Source: an optimization exercise on an open RTL-to-GDS flow (aim: small area and a short achievable clock period). Production flows keep margins and buffers that such runs may drop.
No functional check of the RTL was part of any run shown here.
No activity file was given, so power comes from the tool's default toggle rates.

<file path="design/flow/design.v">
module red_combine (
    input  wire        clk,
    input  wire        rst,
    input  wire        in_valid,
    input  wire [31:0] in_a,
    input  wire [31:0] in_b,
    input  wire [1:0]  in_op,
    input  wire [1:0]  in_rmode,
    input  wire [15:0] in_rand,
    output reg         out_valid,
    output reg  [31:0] out_res
);
    reg        v1;
    reg [31:0] a, b;
    reg [1:0]  op, rm;
    reg [15:0] rnd1;
    always @(posedge clk) begin
        v1   <= ~rst & in_valid;
        a    <= in_a;
        b    <= in_b;
        op   <= in_op;
        rm   <= in_rmode;
        rnd1 <= in_rand;
    end
    wire a_e0   = ~|a[30:23];
    wire b_e0   = ~|b[30:23];
    wire a_emax = &a[30:23];
    wire b_emax = &b[30:23];
    wire a_mz   = ~|a[22:0];
    wire b_mz   = ~|b[22:0];
    wire a_nan  = a_emax & ~a_mz;
    wire b_nan  = b_emax & ~b_mz;
    wire a_inf  = a_emax & a_mz;
    wire b_inf  = b_emax & b_mz;
    wire sa = a[31];
    wire sb = b[31];
    wire is_mm  = op[0] ^ op[1];
    wire is_max = op[1];
    wire pick_a_mm = b_nan | (~a_nan & (sa ^ is_max ^ (gt_ba & ~(sa ^ sb))));
    wire sel_b = is_mm ? ~pick_a_mm : gt_ba;
    wire sub = (sa ^ sb) & ~is_mm;
    wire zero_small = is_mm | a_inf | b_inf;
    wire nan_out = is_mm ? (a_nan & b_nan) : (a_nan | b_nan | (a_inf & b_inf & (sa ^ sb)));
    wire [7:0] ea = {a[30:24], a[23] | a_e0};
    wire [7:0] eb = {b[30:24], b[23] | b_e0};
    wire [8:0] d_ab = {1'b0, ea} - {1'b0, eb};
    wire [7:0] d_ba = eb - ea;
    wire [7:0] dexp = d_ab[8] ? d_ba : d_ab[7:0];
    wire [5:0] sh   = (|dexp[7:6]) ? 6'd63 : dexp[5:0];
    wire m_gt_ba;
    gt_t #(24) u_gtm (.a({~b_e0, b[22:0]}), .b({~a_e0, a[22:0]}), .gt(m_gt_ba));
    wire gt_ba = d_ab[8] | (~|d_ab[7:0] & m_gt_ba);
    wire [31:0] bg    = sel_b ? b : a;
    wire [22:0] sm_m  = sel_b ? a[22:0] : b[22:0];
    wire        sm_h  = sel_b ? ~a_e0 : ~b_e0;
    wire [7:0]  e_big = sel_b ? eb : ea;
    wire [23:0] m_big = {sel_b ? ~b_e0 : ~a_e0, bg[22:0]};
    wire [23:0] m_sm  = zero_small ? 24'd0 : {sm_h, sm_m};
    wire [41:0] x0 = {m_sm ^ {24{sub}}, {18{sub}}};
    wire [41:0] x1 = sh[0] ? {{ 1{sub}}, x0[41:1]}  : x0;
    wire [41:0] x2 = sh[1] ? {{ 2{sub}}, x1[41:2]}  : x1;
    wire [41:0] x3 = sh[2] ? {{ 4{sub}}, x2[41:4]}  : x2;
    wire [41:0] x4 = sh[3] ? {{ 8{sub}}, x3[41:8]}  : x3;
    wire [41:0] x5 = sh[4] ? {{16{sub}}, x4[41:16]} : x4;
    wire [41:0] x6 = sh[5] ? {{32{sub}}, x5[41:32]} : x5;
    reg jam;
    integer k;
    always @(*) begin
        jam = 1'b0;
        for (k = 0; k < 24; k = k + 1)
            if (m_sm[k] && (sh > k + 18)) jam = 1'b1;
    end
    wire [41:0] y = {x6[41:1], sub ? (x6[0] & ~jam) : (x6[0] | jam)};
    wire [42:0] r1;
    wire [18:0] lo_inc;
    inc_g #(18) u_lo (.a(y[17:0]), .c(sub), .y(lo_inc));
    assign r1[17:0] = lo_inc[17:0];
    add_bk #(25) u_hi (.a({1'b0, m_big}), .b({sub, y[41:18]}), .c(lo_inc[18]), .y(r1[42:18]));
    reg        v2;
    reg [42:0] r;
    reg [7:0]  eb2;
    reg        sg2, nan2, sub2, inf2, rtz2, stoc2;
    reg [15:0] rnd2;
    always @(posedge clk) begin
        v2    <= ~rst & v1;
        r     <= r1;
        eb2   <= e_big;
        sg2   <= bg[31];
        nan2  <= nan_out;
        sub2  <= sub;
        rtz2  <= (rm == 2'd1);
        stoc2 <= (rm == 2'd2);
        inf2  <= zero_small | (rm != 2'd1);
        rnd2  <= rnd1;
    end
    wire carry = r[42];
    wire [24:0] xs = r[41:17];
    reg  [4:0] lz;
    integer i;
    always @(*) begin
        lz = 5'd25;
        for (i = 0; i < 25; i = i + 1)
            if (xs[i]) lz = 5'd24 - i[4:0];
    end
    wire lz_ok = (|eb2[7:5]) | (lz < eb2[4:0]);
    wire [4:0] L = lz_ok ? lz : (eb2[4:0] - 5'd1);
    wire [24:0] shl = xs << L;
    wire [23:0] n  = carry ? r[42:19] : shl[24:1];
    wire [15:0] d  = carry ? r[18:3] : (L == 5'd0) ? r[17:2] : (L == 5'd1) ? r[16:1] : 16'd0;
    wire        st = carry ? |r[2:0] : (L == 5'd0) ? |r[1:0] : (L == 5'd1) ? r[0] : 1'b0;
    wire [7:0]  e_field = carry ? eb2 + 8'd1 : (n[23] ? eb2 - {3'd0, lz} : 8'd0);
    wire r_zero = ~|r[42:17];
    wire d_gt_r;
    gt_t #(16) u_gtr (.a(d), .b(rnd2), .gt(d_gt_r));
    wire round_up = stoc2 ? d_gt_r : (~rtz2 & d[15] & ((|d[14:0]) | st | n[0]));
    wire [31:0] code;
    inc_g #(31) u_rnd (.a({e_field, n[22:0]}), .c(round_up), .y(code));
    wire ovf = code[31] | &code[30:23];
    wire sign = sg2 & ~(sub2 & r_zero);
    wire [31:0] result = nan2 ? 32'h7FC0_0000 :
                         {sign, ovf ? (inf2 ? 31'h7F80_0000 : 31'h7F7F_FFFF) : code[30:0]};
    always @(posedge clk) begin
        out_valid <= ~rst & v2;
        out_res   <= result;
    end
endmodule
module inc_g #(parameter N=31) (input [N-1:0] a, input c, output [N:0] y);
  localparam G = (N+4)/4;
  wire [4*G-1:0] ap = {{(4*G-N){1'b0}}, a};
  wire [4*G-1:0] s;
  wire [G:0] gc;             
  assign gc[0] = c;
  genvar g;
  generate for (g = 0; g < G; g = g + 1) begin: grp
    wire [3:0] q = ap[4*g+3:4*g];
    assign gc[g+1] = gc[g] & (&q);
    wire c1 = gc[g] & q[0];
    wire c2 = c1 & q[1];
    wire c3 = c2 & q[2];
    assign s[4*g+3:4*g] = q ^ {c3, c2, c1, gc[g]};
  end endgenerate
  assign y = s[N:0];
endmodule
module gt_t #(parameter N=23) (input [N-1:0] a, input [N-1:0] b, output gt);
  localparam LG = $clog2(N);
  localparam M = 1 << LG;
  wire [M-1:0] g0 = {{(M-N){1'b0}}, a & ~b};
  wire [M-1:0] e0 = {{(M-N){1'b1}}, ~(a ^ b)};
  genvar l, i;
  generate for (l = 0; l < LG; l = l + 1) begin: lv
    wire [(M>>(l+1))-1:0] gg, ee;
    for (i = 0; i < (M>>(l+1)); i = i + 1) begin: nd
      wire gh, gl, eh, el;
      if (l == 0) begin: f0
        assign gh = g0[2*i+1]; assign gl = g0[2*i]; assign eh = e0[2*i+1]; assign el = e0[2*i];
      end else begin: fn
        assign gh = lv[l-1].gg[2*i+1]; assign gl = lv[l-1].gg[2*i]; assign eh = lv[l-1].ee[2*i+1]; assign el = lv[l-1].ee[2*i];
      end
      assign gg[i] = gh | (eh & gl);
      assign ee[i] = eh & el;
    end
  end endgenerate
  assign gt = lv[LG-1].gg[0];
endmodule
module add_bk #(parameter N=43) (input [N-1:0] a, input [N-1:0] b, input c, output [N-1:0] y);
  localparam M = N+1;
  localparam LG = $clog2(M);
  wire [M-1:0] g [0:2*LG];
  wire [M-1:0] p [0:2*LG];
  assign g[0] = {a & b, c};
  assign p[0] = {a ^ b, 1'b0};
  genvar l, i;
  generate
    for (l = 0; l < LG; l = l + 1) begin: up
      for (i = 0; i < M; i = i + 1) begin: b
        if ((i % (2<<l)) == (2<<l)-1) begin: n
          assign g[l+1][i] = g[l][i] | (p[l][i] & g[l][i-(1<<l)]);
          assign p[l+1][i] = p[l][i] & p[l][i-(1<<l)];
        end else begin: w
          assign g[l+1][i] = g[l][i];
          assign p[l+1][i] = p[l][i];
        end
      end
    end
    for (l = LG-1; l > 0; l = l - 1) begin: dn
      for (i = 0; i < M; i = i + 1) begin: b
        if (i >= (3<<(l-1))-1 && ((i - ((3<<(l-1))-1)) % (2<<(l-1))) == 0) begin: n
          assign g[2*LG-l][i] = g[2*LG-l-1][i] | (p[2*LG-l-1][i] & g[2*LG-l-1][i-(1<<(l-1))]);
          assign p[2*LG-l][i] = p[2*LG-l-1][i] & p[2*LG-l-1][i-(1<<(l-1))];
        end else begin: w
          assign g[2*LG-l][i] = g[2*LG-l-1][i];
          assign p[2*LG-l][i] = p[2*LG-l-1][i];
        end
      end
    end
  endgenerate
  assign y = p[0][M-1:1] ^ g[2*LG-1][M-2:0];
endmodule
</file>
<file path="design/flow/run.sh">
#!/bin/bash
# synth_recipe.tcl (not shown) runs the flow's synth.tcl, then flattens the netlist and writes it again
# the make line also repeats each setting of config.mk as NAME=value (left out here)
make -C /OpenROAD-flow-scripts/flow DESIGN_CONFIG=/design/flow/config.mk WORK_HOME=/design/flow/orfs CLKGATE_MAP_FILE= SYNTH_SCRIPT=/design/flow/synth_recipe.tcl finish
</file>
<file path="design/flow/config.mk">
export PLATFORM = sky130hd
export DESIGN_NAME = red_combine
export DESIGN_NICKNAME = red_combine
export VERILOG_FILES = /design/flow/design.v
export SDC_FILE = /design/flow/constraint.sdc
export NUM_CORES = 4
export LEC_CHECK = 0
export ABC_AREA = 1
export CAP_MARGIN = 70
export CORE_MARGIN = 2
export CORE_UTILIZATION = 65
export SLEW_MARGIN = 70
</file>
<file path="design/flow/constraint.sdc">
create_clock -name core_clock -period 32.0 [get_ports {clk}]
set_input_delay 6.4000 -clock core_clock [delete_from_list [all_inputs] [get_ports {clk}]]
set_output_delay 6.4000 -clock core_clock [all_outputs]
set_load 0.01 [all_outputs]
</file>
==> impl_results.md, run 1 <==
- CTS tree: built
- Share of the synthesized area in the top cell type: 26.3%
- Clock share of power: 16.4%
- RSZ-0062 raised after global routing: no
- Crit-path leading delay family: simple AND/OR/NAND/NOR gates
- # resized after CTS: 0
- Post-CTS Setup Repair Bufs: 0
- Clk Tree Root Cell: clkbuf_16
- Psw: 687 uW
- Die height: 154 microns
- Worst endpoint data arrival time: 9960 ps
- Slew Viols, Final: 0
- Kind of critical path: reg2reg
- DRT Wirelength: 45.4 mm
- Initial Util: 66.6%
- Worst VDD drop: 0.0449 mV
- Reg2reg setup slack: 22360 ps
- Max-capacitance violation count: 0
- First-pass GRT wire length: 73.1 mm
- Worst min path class: reg2reg
- Worst setup EP type: flip-flop
- Tmin final: 9640 ps
- Clock skew: 25.1 ps
- Achievable Freq: 0.104 GHz
- Mapped Area: 0.0146 sq mm
- # H-tree levels: 4
- Via density: 6.12
- Post-synth EDFFs: 0
- Fill count: 1681
- Switching share of total power: 49.6%
- Placer Congestion: 1.01
- Routed length per instance: 17.7 microns
- Max incr delay on CP: 420 ps
- Synth area leaders: dfxtp_1, nand2_1, ha_1, nand3_1, inv_1
- Crit Path Max Fanout: 52
- Clock buffer count from CTS: 17
- Syn Nets: 2453
- Cells after Synth: 2224
- Sum of negative setup slack: 0 ps
- PD cells: 83.4 mW/mm^2
- Clk latency of the worst-skew pair: 470 ps
- Grt total ovfl: 0
- Sequential cell area: 0.00384 sq mm
- Clk pin slew, worst setup/hold paths: 90 ps
- GR Util All Layers: 37.8%
- Largest net degree at the start of global routing: 67
- Setup WS post-layout: 22360 ps
- 1st-iter DRT viols: 1755
- Worst-margin pin slew: 452 ps
- Area delta synth->final: 13.6%
- Routed Antenna Nets: 0
- Footprint of the multi-input gates: 0.00945 sq mm
- TritonRoute pass-1 iters: 13
- Final critical-path share of the clock period: 30.1%
- Synth Flop Type: dfxtp_1
- Cell variety after synth: 58
- Ys Warns: 2
- CTS Hold Bufs: 0
- Required time of the critical path: 32330 ps
- Final nets: 2509
- Yosys reg bits: 192
- Post-DP HPWL: 34.8 mm
- Ports: 120
- Cell-internal power: 699 uW
- Number of remaining DRC errors: 0
- Placeable core area: 0.0220 sq mm
- Avg Cell Area, Syn: 6.58 sq um
- CTS Sinks: 192
- Die area: 0.0237 sq mm
- Comb power frac: 59.5%
- Lkg Pwr: 0.00858 uW
- Ys async rst share: 0%
- Worst slack, placed: 22720 ps
- Hold Fails Final Rpt: 0
- CP dominant cell by count: nand2_1
- Layout cells sized above 1: 7.02%
- Antenna violations before repair: 0
- Sequential area share after synthesis: 26.3%
- Yosys top cell by area: dfxtp_1
- # setup viols final: 0
- Sequential Power Share: 24.0%
- Diode count: 0
- Routed via count: 15700
- Crit-path slowest cell: fa_1
- Status: complete, no violations
- # rows: 54
- Commonest non-fill, non-tap cells in the layout: nand2_1, nand3_1, inv_1
- Max_slew headroom: 69.9%
- Most common cell after layout, fill and taps aside: nand2_1
- Vias in the first global route: 15100
- CP Launch Type: flip-flop
- DIE WIDTH: 154 microns
- Buffers on Ports: 119
- Bufs and invs on worst path: 7
- CTS Buffer Depth: 2
==> Yosys cell counts, types with 4 or more instances <==
| cell type | instances |
|---|---|
| nand2_1 | 623 |
| nand3_1 | 313 |
| inv_1 | 237 |
| dfxtp_1 | 192 |
| o21ai_0 | 135 |
| ha_1 | 126 |
| nor2_1 | 97 |
| a21oi_1 | 74 |
| nand4_1 | 58 |
| clkbuf_1 | 39 |
| xor2_1 | 33 |
| buf_2 | 30 |
| o21ai_1 | 20 |
| inv_2 | 19 |
| o22ai_1 | 18 |
| fa_1 | 16 |
| nand2_2 | 16 |
| nor4_1 | 15 |
| buf_1 | 14 |
| or2_2 | 12 |
| xnor2_1 | 11 |
| nor3_1 | 10 |
| a31oi_1 | 8 |
| nand3b_1 | 8 |
| buf_4 | 7 |
| nand3_2 | 7 |
| nor2_2 | 7 |
| buf_6 | 6 |
| o211ai_1 | 6 |
| o21bai_1 | 6 |
| clkinv_1 | 5 |
| nand2_4 | 5 |
| o21ai_2 | 5 |
| and2_1 | 4 |
| o21a_1 | 4 |
==> kinds of logic (layout without fill, tap and decap cells) <==
kind of cell               Yosys count  count (layout)  share of synthesized area, %
muxes                                2               2                         0.145
DFF                                192             192                          26.3
and+or+nand+nor                   1183            1183                          36.3
adders and majority gates          142             142                          13.0
AOI/OAI and AO/OA                  301             301                          11.6
buffers and inverters              360             429                          10.1
xor gates and xnor gates            44              44                          2.63
==> per-stage QoR <==
stage / hold WS (ps) / instance area, sq um / power (uW) / std cells / utilization [%]
2_1_floorplan: 310 / 14600 / 899 / 2224 / -
3_3_place_gp: 310 / 15800 / 1100 / 2538 / 71.9
3_5_place_dp: 314 / 15900 / 1130 / 2541 / 72.6
4_1_cts: 329 / 16600 / 1360 / 2573 / 75.5
5_1_grt: 327 / 16600 / 1490 / 2573 / 75.7
6_report: 324 / 16600 / 1390 / 2573 / 75.7
==> power groups by stage <==
stage	registers (uW)	logic (uW)	clock network, uW
after floorplan	335	564	0
after global placement	333	764	0
after detailed placement	336	795	0
after CTS	331	803	228
after global routing	336	920	238
final	333	825	228
==> final timing paths <==
kind,cells past startpoint,start,end
min,0,rnd1[9]$_DFF_P_,rnd2[9]$_DFF_P_
max,63,a[24]$_DFF_P_,r[42]$_DFF_P_
min reg2reg,0,rnd1[9]$_DFF_P_,rnd2[9]$_DFF_P_
max reg2reg,63,a[24]$_DFF_P_,r[42]$_DFF_P_
==> layer usage <==
layer	global-route usage [%]	wire, microns	up-vias
li1	-	-	7460
met1	46.8	18000	7061
met2	63.6	21100	1000
met3	5.89	3980	224
met4	19.5	2410	0
met5	0	0	-
==> flip-flops by register name (all words and copies together), names as in the netlist <==
name / cells
r: 43
stoc2: 1
rtz2: 1
b: 32
rnd1: 16
out_res: 32
sub2: 1
rnd2: 16
op: 2
out_valid: 1
sg2: 1
rm: 2
v2: 1
v1: 1
a: 32
eb2: 8
inf2: 1
nan2: 1
==> area by class of cell <==
type | instances | area share (%)
multi-input combinational | 1672 | 56.9
sequential | 192 | 23.1
timing repair buffer | 134 | 8.03
inverter | 263 | 6.06
clock buffer | 18 | 2.64
tap | 280 | 2.11
clock inverter | 14 | 1.13
==> inputs of run 2 (changes only) <==
--- a/design/flow/config.mk
+++ b/design/flow/config.mk
@@ -6,7 +6,7 @@
 export NUM_CORES = 4
 export LEC_CHECK = 0
 export ABC_AREA = 1
-export CAP_MARGIN = 70
+export CAP_MARGIN = 20
 export CORE_MARGIN = 2
 export CORE_UTILIZATION = 65
-export SLEW_MARGIN = 70
+export SLEW_MARGIN = 20
==> run 2 against run 1 <==
Effect of this change:
- global-route usage down 0.16 points
- die area unchanged
- power down 1.2%
- synthesized cell count unchanged
- still clean on timing, DRC and antenna
- setup slack worse by 120 ps
- area after synthesis unchanged
- maximum frequency down 1.3%
==> impl_results.md, run 2 <==
- Status: complete, no violations
- Max-capacitance violation count: 0
- Most flop-heavy register: r
- Avg Cell Area, Syn: 6.58 sq um
- R2R Path End: r[42]$_DFF_P_
- Clock skew: 17.5 ps
- Yosys reg bits: 192
- Clock buffer count from CTS: 17
- Footprint of the multi-input gates: 0.00932 sq mm
- Mapped Area: 0.0146 sq mm
- Sum of negative setup slack: 0 ps
- Number of flip-flops under the largest register name: 43
- CTS Buffer Depth: 2
- PD cells: 83.5 mW/mm^2
- Area delta synth->final: 12.1%
- Buffers on Ports: 119
- Slew Viols, Final: 0
- GR Util All Layers: 37.6%
- Ports: 120
- Hold Crit Endpoint: rnd2[13]$_DFF_P_
- Final critical-path share of the clock period: 30.5%
- Die height: 154 microns
- Clk Tree Root Cell: clkbuf_16
- TritonRoute pass-1 iters: 7
- Yosys top cell by area: dfxtp_1
- Clk pin slew, worst setup/hold paths: 90 ps
- Worst r2r src: a[27]$_DFF_P_
- Crit-path slowest cell: clkinv_1
- Vias in the first global route: 14800
- Tmin final: 9760 ps
- Die area: 0.0237 sq mm
- Achievable Freq: 0.102 GHz
- Most frequent cells after synthesis: nand2_1, nand3_1, inv_1
- RSZ-0062 raised after global routing: no
- # H-tree levels: 4
- Worst Hold Path Cells: 0
- CP Launch Type: flip-flop
- Sequential area share after synthesis: 26.3%
- Antenna violations before repair: 0
- Worst-margin pin slew: 949 ps
- Max_slew headroom: 36.3%
- Grt total ovfl: 0
- GR Layer Usage met3: 5.07%
- Commonest non-fill, non-tap cells in the layout: nand2_1, nand3_1, inv_1
- Via density: 6.10
- Worst endpoint data arrival time: 10070 ps
- Post-CTS Setup Repair Bufs: 0
- Crit Path Max Fanout: 34
- Cells after Synth: 2224
- Post-Layout Cell Count: 2570
- Synth Flop Type: dfxtp_1
- Lkg Pwr: 0.00850 uW
- Ys async rst share: 0%
- Post-DP HPWL: 34.8 mm
- # setup viols final: 0
- Worst setup EP type: flip-flop
- Top-count cell post-synth: nand2_1
- Clk latency of the worst-skew pair: 450 ps
- DIE WIDTH: 154 microns
- Sequential cell area: 0.00384 sq mm
- # rows: 54
- Number of remaining DRC errors: 0
- Routed length per instance: 17.6 microns
- Required time of the critical path: 32310 ps
- GRT met1 Usage: 47.0%
- Kind of critical path: reg2reg
- Routed Antenna Nets: 0
- Largest net degree at the start of global routing: 91
- Cells after DPL: 2538
- Hold Fails Final Rpt: 0
- First-pass GRT wire length: 72.8 mm
- Synth area leaders: dfxtp_1, nand2_1, ha_1, nand3_1, inv_1
- Worst min path class: reg2reg
- Most Crowded Layer GR: met2
- Routed via count: 15700
- Most common cell after layout, fill and taps aside: nand2_1
- Hold Startpoint: rnd1[13]$_DFF_P_
- Max incr delay on CP: 850 ps
- Ys Warns: 2
- CTS Sinks: 192
- Placeable core area: 0.0220 sq mm
- Layout cells sized above 1: 5.90%
- Global-route met2 utilization: 64.1%
- Final nets: 2506
- Share of the synthesized area in the top cell type: 26.3%
- CTS tree: built
- Cell depth of the worst flop-to-flop path: 55
- Post-synth EDFFs: 0
- Cell variety after synth: 58
- # resized after CTS: 0
- 1st-iter DRT viols: 1872
- Diode count: 0
- CTS Hold Bufs: 0
- DRT Wirelength: 45.2 mm
- Reg2reg setup slack: 22240 ps
- Fill count: 1756
- Syn Nets: 2453
- Initial Util: 66.6%
- Worst VDD drop: 0.0521 mV
- Placer Congestion: 1.01
[run 2: changes by cell type in the layout (fill, tap and decap cells not counted), moves of 3 or more]
cell | previous run | this run
buf_4 | 8 | 12
buf_6 | 4 | 0
inv_1 | 234 | 237
inv_4 | 6 | 2
nor2_1 | 92 | 96
nor2_2 | 12 | 8
nor4_1 | 11 | 15
nor4_2 | 3 | 0
o21ai_0 | 104 | 134
o21ai_1 | 41 | 19
o21ai_2 | 14 | 7
[run 2: routing by layer]
layer	wire, microns	up-vias
met3	3940	198
li1	-	7446
met2	21100	959
met1	18000	7082
met5	0	-
met4	2190	0
[run 2: report_power, final]
part,total [uW],switching (uW),internal (uW)
combinational,816,533,283
sequential,332,36.6,296
clock,221,114,107
total,1370,684,685
[run 2: kinds of logic (layout without fill, tap and decap cells)]
logic type / after synthesis / after routing / synth area share, %
DFF: 192 / 192 / 26.3
muxes: 2 / 2 / 0.145
AOI/OAI and AO/OA: 301 / 301 / 11.6
adders and majority gates: 142 / 142 / 13.0
xor gates and xnor gates: 44 / 44 / 2.63
buffers and inverters: 360 / 426 / 10.1
and+or+nand+nor: 1183 / 1183 / 36.3
[run 2: worst max-delay path by stage]
stage / from / to / slack, ps / cells past startpoint
after floorplan: a[24]$_DFF_P_ / r[42]$_DFF_P_ / 24550 / 65
after global placement: a[27]$_DFF_P_ / r[42]$_DFF_P_ / 22780 / 55
after detailed placement: a[27]$_DFF_P_ / r[42]$_DFF_P_ / 22490 / 55
after CTS: a[27]$_DFF_P_ / r[42]$_DFF_P_ / 22480 / 55
after global routing: a[24]$_DFF_P_ / r[42]$_DFF_P_ / 21600 / 55
final: a[27]$_DFF_P_ / r[42]$_DFF_P_ / 22240 / 55
[run 2: cell type report]
class,count,area share [%]
Clock inverter,15,1.14
Tap cell,280,2.14
Multi-Input combinational cell,1672,56.8
Timing Repair Buffer,131,7.81
Clock buffer,17,2.59
Sequential cell,192,23.4
Inverter,263,6.05
[run 2: stage by stage]
| step | utilization, % | power (uW) | worst slack (ps) | hold slack, ps | area (sq um) |
|---|---|---|---|---|---|
| after floorplan | - | 899 | 24550 | 310 | 14600 |
| after global placement | 71.9 | 1100 | 22780 | 310 | 15800 |
| after detailed placement | 71.9 | 1120 | 22490 | 314 | 15800 |
| after CTS | 74.7 | 1350 | 22480 | 333 | 16400 |
| after global routing | 74.7 | 1480 | 21600 | 333 | 16400 |
| final | 74.7 | 1370 | 22240 | 327 | 16400 |
[run 2: worst max-delay path: cells and delay by family (launching register included)]
| family | cells | cell delay [ps] |
|---|---|---|
| and+or+nand+nor | 25 | 2850 |
| xor gates and xnor gates | 1 | 160 |
| AOI/OAI and AO/OA | 17 | 2700 |
| buffers and inverters | 6 | 1680 |
| adders and majority gates | 6 | 1840 |
| DFF | 1 | 340 |

-- separate check: timing with driven ports --
In the flow no input, the clock included, has a driving cell. The finished layouts below were timed again as built, in two steps. Step 1 (the two cells are an assumption about what drives the block):
set clk [get_ports {clk}]
set_driving_cell -lib_cell sky130_fd_sc_hd__clkbuf_16 $clk
set_driving_cell -lib_cell sky130_fd_sc_hd__buf_2 [delete_from_list [all_inputs] $clk]
Step 2 times the ports against the registers' clock, not the clock port: input delays grow and output delays shrink by t, the midpoint of the rising clock arrivals with the driver on. a / b / c = no drivers / after step 1 / after step 2; a / b = the first two.
run | shift t [ns] | slack for setup (ns) | hold WS [ns] | clock arrival spread, ns
run 1 | 0.508 | 22.364 / 22.364 / 22.364 | 0.324 / 0.324 / 0.324 | 0.025 / 0.025
run 2 | 0.494 | 22.239 / 22.239 / 22.239 | 0.327 / 0.327 / 0.327 | 0.018 / 0.018
After both steps setup and hold are still met in every run listed.
